From an optimization exercise on the open Yosys and OpenROAD flow, aimed at small area, a short achievable clock period and few clock cycles per item; shortcuts taken in it are not production practice. In this exercise RTL edits were held to simulation tests only and were not proved equivalent to the original.

==> job 4884 <==
Design fft64, start of the top module:
module fft64 (
    input  wire        clk,
    input  wire        rst,
    input  wire        in_valid,
    output wire        in_ready,
    input  wire [15:0] in_re,
    input  wire [15:0] in_im,
    input  wire [17:0] in_coef,
    output wire        out_valid,
    input  wire        out_ready,
    output wire [23:0] out_re,
    output wire [23:0] out_im,
    output wire [3:0]  out_exp,
    output wire        out_sat,
    output wire        out_last
);
    localparam [2:0] P_IO = 3'd7;      
    reg rs;
    always @(posedge clk) rs <= rst;
    reg  [3:0] lbl;         
    reg  [2:0] pass;        
    reg  [2:0] ppass;       
    reg        have_old;    
    reg  [6:0] out_idx;     
    reg  [6:0] in_idx;      
    reg  [6:0] ins_idx;     
    reg        bv;          
    reg [15:0] b_re, b_im;
    reg [17:0] b_c;
    reg        in_rdy;
    reg  [2:0] cnt;         
    reg        ov;          
    reg [53:0] q0;          
    reg [53:0] qh;          
    reg [53:0] qb0, qb1, qb2;   
    reg  [1:0] qwp, qrp, qbn;   
    reg        cap_d1, cap_d2;  
    reg  [1:0] kreg;        
    reg  [1:0] facc;        
    reg  [3:0] ex;          
    reg  [3:0] ex_out;      
    reg        sacc;        
    reg        sfr;         
    reg        sat_out;     
    reg        en_c, en_t3, en_t2, en_t1, en_t0;    
    reg        kadd;        
    reg  [2:0] kpass;       
    reg [14*48-1:0] ch0, ch1, ch2, ch3;
    wire [47:0] hd0 = ch0[13*48 +: 48];
  ...
==> flow/config.mk <==
export PLATFORM = sky130hd
export DESIGN_NAME = fft64
export DESIGN_NICKNAME = fft64
export VERILOG_FILES = /design/flow/design.v
export SDC_FILE = /design/flow/constraint.sdc
export NUM_CORES = 8
export LEC_CHECK = 0
export ABC_CLOCK_PERIOD_IN_PS = 6000
export CAP_MARGIN = 20
export CORE_MARGIN = 2
export CORE_UTILIZATION = 60
export PLACE_DENSITY = 0.7
export SLEW_MARGIN = 20
==> flow/constraint.sdc <==
create_clock -name core_clock -period 24.0 [get_ports {clk}]
set_input_delay 4.8000 -clock core_clock [delete_from_list [all_inputs] [get_ports {clk}]]
set_output_delay 4.8000 -clock core_clock [all_outputs]
set_load 0.01 [all_outputs]
standard.sh (not shown) runs the stock make flow with config.mk's settings and CLKGATE_MAP_FILE= SYNTH_SCRIPT=/design/flow/synth_recipe.tcl, a recipe that flattens the netlist after the stock synthesis.
==> flow/flow/run.sh <==
#!/bin/bash
# The standard layout (standard.sh: standard synthesis, then ORFS to
# finish) with one change: repair_timing aims at a setup slack margin of
# 17.8 ns, i.e. at paths of about 6.2 ns, well inside the 24 ns clock. The
# constraints and the clock period are unchanged.
set -euo pipefail
cd "$(dirname "${BASH_SOURCE[0]}")/.."
bash standard.sh SETUP_SLACK_MARGIN=17.8 finish > flow_finish.log 2>&1
==> inputs of job 2592, as changes to job 4884 <==
--- a/flow/design.v
+++ b/flow/design.v
@@ -2051,44 +2051,24 @@
     end
     wire [3:0] lbl_n      = lbl + 4'd1;
     wire [2:0] ppass_n    = rot_end ? pass : ppass;
     wire       new_out    = rot_end & (pass == 3'd1);
     wire       have_old_n = new_out | (have_old & ~(cap & (out_idx[5:0] == 6'd63)));
     wire [6:0] out_idx_n  = new_out ? 7'd0 : (out_idx + {6'd0, cap});
     wire [6:0] ins_idx_n  = last_ins ? 7'd0 : (ins_idx + {6'd0, ins});
-    wire [6:0] in_idx_p   = in_idx + 7'd1;
-    wire [6:0] in_idx_n   = last_ins ? 7'd0 : (in_fire ? in_idx_p : in_idx);
-    wire       bvh        = bv & ~ins;
-    wire       bv_n       = in_fire | bvh;
+    wire [6:0] in_idx_n   = last_ins ? 7'd0 : (in_idx + {6'd0, in_fire});
+    wire       bv_n       = in_fire | (bv & ~ins);
     wire       qwr        = cap_d2;      
     wire [2:0] cnt_n      = cnt + {2'b0, qwr} - {2'b0, pop};
     wire       io_n       = (pass_n == P_IO);
-    wire [2:0] qbase      = cnt + {2'b0, qwr} + {2'b0, cap} + {2'b0, cap_d1};
-    wire       qok0       = (qbase < 3'd4);            
-    wire       qok1       = (qbase < 3'd5);            
-    wire       capb       = io_n & have_old_n & ~out_idx_n[6] & (out_idx_n[3:0] == lbl_n);
-    wire       freeb      = ~have_old_n | (out_idx_n > ins_idx_n);
-    wire       eqoi       = (out_idx_n == ins_idx_n);
-    wire       free0      = freeb | (capb & eqoi & qok0);
-    wire       free1      = freeb | (capb & eqoi & qok1);
-    wire       insb       = io_n & ~ins_idx_n[6] & (ins_idx_n[3:0] == lbl_n);
-    wire       in6_0      = ~last_ins & in_idx[6];
-    wire       in6_1      = ~last_ins & in_idx_p[6];
-    wire       ins_00     = insb & bvh & free0;
-    wire       ins_01     = insb & bvh & free1;
-    wire       ins_10     = insb & free0;
-    wire       ins_11     = insb & free1;
-    wire       rdy_00     = (~bvh | ins_00) & ~in6_0;
-    wire       rdy_01     = (~bvh | ins_01) & ~in6_0;
-    wire       rdy_10     = ins_10 & ~in6_1;
-    wire       rdy_11     = ins_11 & ~in6_1;
-    wire       cap_nx     = capb & (pop ? qok1 : qok0);
-    wire       ins_nx     = in_fire ? (pop ? ins_11 : ins_10) : (pop ? ins_01 : ins_00);
-    wire       in_rdy_n   = in_fire ? (pop ? rdy_11 : rdy_10) : (pop ? rdy_01 : rdy_00);
-    wire       lst63      = (ins_idx_n[5:0] == 6'd63);
+    wire [2:0] qneed      = cnt_n + {2'b0, cap} + {2'b0, cap_d1};
+    wire       cap_nx     = io_n & have_old_n & ~out_idx_n[6] & (out_idx_n[3:0] == lbl_n) & (qneed < 3'd4);
+    wire       free_nx    = ~have_old_n | (out_idx_n > ins_idx_n) | (cap_nx & (out_idx_n == ins_idx_n));
+    wire       ins_nx     = io_n & bv_n & ~ins_idx_n[6] & (ins_idx_n[3:0] == lbl_n) & free_nx;
+    wire       in_rdy_n   = (~bv_n | ins_nx) & ~in_idx_n[6];
     wire       stage_n    = ~(pass_n[2] & pass_n[1]);
     reg  [4:0] twi_n;
     always @* begin
         case (pass_n)
             3'd5:    twi_n = {1'b0, lbl_n};
             3'd4:    twi_n = {lbl_n, 1'b0};
             3'd3:    twi_n = {lbl_n[2:0], 2'b0};
@@ -2127,18 +2107,18 @@
             mrg0     <= 1'b0;
             mrg1     <= 1'b0;
             tw0i     <= 5'd0;
             tw1i     <= 5'd0;
         end else begin
             cap      <= cap_nx;
             ins      <= ins_nx;
-            last_ins <= ins_nx & lst63;
+            last_ins <= ins_nx & (ins_idx_n[5:0] == 6'd63);
             st_q     <= stage_n;
-            mrg0     <= capb & (out_idx_n[5:4] == 2'd0) & (pop ? qok1 : qok0);
-            mrg1     <= capb & (out_idx_n[5:4] == 2'd1) & (pop ? qok1 : qok0);
+            mrg0     <= cap_nx & (out_idx_n[5:4] == 2'd0);
+            mrg1     <= cap_nx & (out_idx_n[5:4] == 2'd1);
             tw0i     <= twi_n;
             tw1i     <= (pass_n == 3'd5) ? {1'b1, lbl_n} : twi_n;
             lbl      <= lbl_n;
             pass     <= pass_n;
             ppass    <= ppass_n;
             have_old <= have_old_n;
             out_idx  <= out_idx_n;
@@ -2185,20 +2165,21 @@
         cd2 <= cd1;
         cm1 <= ~out_idx[5];
         cm2 <= cm1;
         cl1 <= (out_idx[5:0] == 6'd63);
         cl2 <= cl1;
     end
     function automatic [23:0] rnd_k(input [24:0] v, input [1:0] k);
-        reg [24:0] vh, vi;
+        reg [25:0] ve, v1, v2;
         begin
-            vh = {v[24], v[24:1]};
-            vi = vh + 25'd1;
-            rnd_k = ({24{k == 2'd0}} & v[23:0]) | ({24{k == 2'd1}} & (v[0] ? vi[23:0] : vh[23:0])) |
-                    ({24{k[1]}} & vi[24:1]);
+            ve = {v[24], v};
+            v1 = ve + 26'd1;
+            v2 = ve + 26'd2;
+            rnd_k = ({24{k == 2'd0}} & ve[23:0]) | ({24{k == 2'd1}} & v1[24:1]) |
+                    ({24{k[1]}} & v2[25:2]);
         end
     endfunction
     wire [1:0]  kc  = cm2 ? kreg : 2'd0;
     wire [3:0]  ex_now = (kadd & (kpass == 3'd1)) ? (ex + {2'b00, kreg}) : ex_out;
     wire [53:0] qin = {rnd_k(cd2[49:25], kc), rnd_k(cd2[24:0], kc), ex_now, sat_out, cl2};
     wire q0_load = pop | ~ov;
     reg [53:0] qnext;
@@ -2425,28 +2406,23 @@
         .xr(x1_re), .xi(x1_im), .xr3(x31_re), .xi3(x31_im),
         .yr_s1(r1_s1), .yr_s2(r1_s2), .yr_s3(r1_s3), .yr_s4(r1_s4), .yr_neg(r1_neg),
         .yi_s1(i1_s1), .yi_s2(i1_s2), .yi_s3(i1_s3), .yi_s4(i1_s4), .yi_neg(i1_neg),
         .rnd8(pm2 == 2'd1), .rnd15(pm2 != 2'd1),
         .re_a(re_a), .re_b(re_b), .im_a(im_a), .im_b(im_b)
     );
     reg signed [24:0] s2_re, s2_im;
-    wire [8:0] lo_re = {1'b0, re_a[7:0]} + {1'b0, re_b[7:0]};
-    wire [8:0] lo_im = {1'b0, im_a[7:0]} + {1'b0, im_b[7:0]};
-    reg [41:8] p2_ra, p2_rb, p2_ia, p2_ib;
-    reg        p2_rc, p2_ic;
+    reg [41:0] p2_ra, p2_rb, p2_ia, p2_ib;
     reg        swp3, sk3; reg [1:0] pm3;
     always @(posedge clk) begin
         s2_re <= s1_re;
         s2_im <= s1_im;
-        p2_ra <= re_a[41:8];
-        p2_rb <= re_b[41:8];
-        p2_ia <= im_a[41:8];
-        p2_ib <= im_b[41:8];
-        p2_rc <= lo_re[8];
-        p2_ic <= lo_im[8];
+        p2_ra <= re_a;
+        p2_rb <= re_b;
+        p2_ia <= im_a;
+        p2_ib <= im_b;
         swp3  <= swp2;
         sk3   <= sk2;
         pm3   <= pm2;
     end
     reg fs3_r, fp3_r;
     reg fs2_r, fp2_r;
     always @(posedge clk) begin
@@ -2456,44 +2432,37 @@
         end else begin
             fs2_r <= stage;
             fp2_r <= stage | win;
             fs3_r <= fs2_r;
             fp3_r <= fp2_r;
         end
     end
-    wire [41:8] uu_re = p2_ra + p2_rb + {33'd0, p2_rc};
-    wire [41:8] uu_im = p2_ia + p2_ib + {33'd0, p2_ic};
-    wire [24:0] wu_re = uu_re[41:17], wu_im = uu_im[41:17];
-    wire [24:0] wv_re = wu_re + 25'd1, wv_im = wu_im + 25'd1;
-    wire [23:0] c0_re = uu_re[39:16], c0_im = uu_im[39:16];
-    wire [23:0] c1_re = (uu_re[16:15] == 2'd3) ? wv_re[23:0] : wu_re[23:0];
-    wire [23:0] c1_im = (uu_im[16:15] == 2'd3) ? wv_im[23:0] : wu_im[23:0];
-    wire [23:0] c2_re = (uu_re[16:15] != 2'd0) ? wv_re[24:1] : wu_re[24:1];
-    wire [23:0] c2_im = (uu_im[16:15] != 2'd0) ? wv_im[24:1] : wu_im[24:1];
+    wire [41:0] uu_re = p2_ra + p2_rb;
+    wire [41:0] uu_im = p2_ia + p2_ib;
+    wire [26:0] w0_re = uu_re[41:15], w0_im = uu_im[41:15];
+    wire [26:0] w1_re = w0_re + 27'd1, w1_im = w0_im + 27'd1;
+    wire [26:0] w3_re = w0_re + 27'd3, w3_im = w0_im + 27'd3;
     wire signed [25:0] t0_re = {s2_re[24], s2_re}, t0_im = {s2_im[24], s2_im};
-    wire [24:0] th_re = t0_re[25:1], th_im = t0_im[25:1];
-    wire [24:0] ti_re = th_re + 25'd1, ti_im = th_im + 25'd1;
-    wire [23:0] e1_re = t0_re[0] ? ti_re[23:0] : th_re[23:0];
-    wire [23:0] e1_im = t0_im[0] ? ti_im[23:0] : th_im[23:0];
-    wire [23:0] e2_re = ti_re[24:1], e2_im = ti_im[24:1];
+    wire signed [25:0] t1_re = t0_re + 26'sd1, t1_im = t0_im + 26'sd1;
+    wire signed [25:0] t3_re = t0_re + 26'sd2, t3_im = t0_im + 26'sd2;
     wire sat_re = (uu_re[33] != uu_re[32]);
     wire sat_im = (uu_im[33] != uu_im[32]);
     wire [23:0] wn_re = sat_re ? (uu_re[33] ? 24'h800000 : 24'h7fffff) : uu_re[32:9];
     wire [23:0] wn_im = sat_im ? (uu_im[33] ? 24'h800000 : 24'h7fffff) : uu_im[32:9];
     wire [1:0] ks = sk3 ? kreg : 2'd0;
     wire [1:0] kp = (pm3 == 2'd0) ? kreg : 2'd0;
     wire [23:0] hs0 = {24{ks == 2'd0}}, hs1 = {24{ks == 2'd1}}, hs2 = {24{ks[1]}};
     wire [23:0] hw  = {24{pm3 == 2'd1}};
     wire [23:0] hp0 = {24{(pm3 != 2'd1) & (kp == 2'd0)}};
     wire [23:0] hp1 = {24{(pm3 != 2'd1) & (kp == 2'd1)}};
     wire [23:0] hp2 = {24{(pm3 != 2'd1) & kp[1]}};
-    wire [23:0] rs_re = (hs0 & t0_re[23:0]) | (hs1 & e1_re) | (hs2 & e2_re);
-    wire [23:0] rs_im = (hs0 & t0_im[23:0]) | (hs1 & e1_im) | (hs2 & e2_im);
-    wire [23:0] rp_re = (hw & wn_re) | (hp0 & c0_re) | (hp1 & c1_re) | (hp2 & c2_re);
-    wire [23:0] rp_im = (hw & wn_im) | (hp0 & c0_im) | (hp1 & c1_im) | (hp2 & c2_im);
+    wire [23:0] rs_re = (hs0 & t0_re[23:0]) | (hs1 & t1_re[24:1]) | (hs2 & t3_re[25:2]);
+    wire [23:0] rs_im = (hs0 & t0_im[23:0]) | (hs1 & t1_im[24:1]) | (hs2 & t3_im[25:2]);
+    wire [23:0] rp_re = (hw & wn_re) | (hp0 & w0_re[24:1]) | (hp1 & w1_re[25:2]) | (hp2 & w3_re[26:3]);
+    wire [23:0] rp_im = (hw & wn_im) | (hp0 & w0_im[24:1]) | (hp1 & w1_im[25:2]) | (hp2 & w3_im[26:3]);
     function automatic [1:0] mag(input [23:0] v);
         begin
             mag[1] = v[23] ? ~(v[22] & (v[21:0] != 22'd0)) : v[22];
             mag[0] = v[23] ? ~(v[22] & v[21] & (v[20:0] != 21'd0)) : (v[22] | v[21]);
         end
     endfunction
     assign fl = (fs3_r ? (mag(rs_re) | mag(rs_im)) : 2'b00) |
CTS_CLUSTER_DIAMETER = 60   (was not set)
CTS_CLUSTER_SIZE = 30   (was not set)
==> out/qor.yml <==
setup_path:
  r2r-start: "st_q$_SDFF_PP0_"
run_status:
  status: "finished clean"
placement:
  placed_cell_area_um2: 213000
global_route:
  gr-usage-met2_pct: 55.5
final_layout:
  num-nonclk-buffers: 716
drt:
  wl_um: 755000
-- figures above: job 2592

==> out/qor.yml <==
run_status:
  status: "finished clean"
global_route:
  gr-usage-met2_pct: 58.5
  use_met1_pct: 52.1
placement:
  placed_cell_area_um2: 213000
final_layout:
  biggestCellCategory: "multi-input combinational cells"
setup_path:
  r2r-start: "u_bf1.p2_ib[8]$_DFF_P_"
drt:
  wl_um: 757000
  dr.max_layer_used: "met5"
-- figures above: job 4884

Testbench counts of job 4884, summed over its fixed seeds: cycles 9,768, frames 64.
Testbench counts of job 2592, summed over its fixed seeds: cycles 9,768, frames 64.

-- port drivers added, routing unchanged --
The results above use ideal ports. As a check the final layouts listed here were re-extracted and re-timed, cells and wires unchanged.
Step 1 assumes that a clkbuf_16 drives the clock port and a buf_2 every other input.
Step 2 also shifts input and output timing later by t, the mid clock arrival at the registers, as if the neighbouring blocks saw the same clock.
Three values: ideal ports, drivers, drivers and shift; two values: the first two.
| run | shift t [ns] | setup slack, ns | worst setup path after step 2 |
|---|---|---|---|
| job 4884 | 1.052 | 17.807 / 17.697 / 17.116 | input to register |
| job 2592 | 1.050 | 17.531 / 17.419 / 16.616 | input to register |
After both steps setup and hold are still met in every run listed. The setup slack of job 2592, which loses most, moves by -0.112 ns with the drivers and by -0.915 ns with both steps.
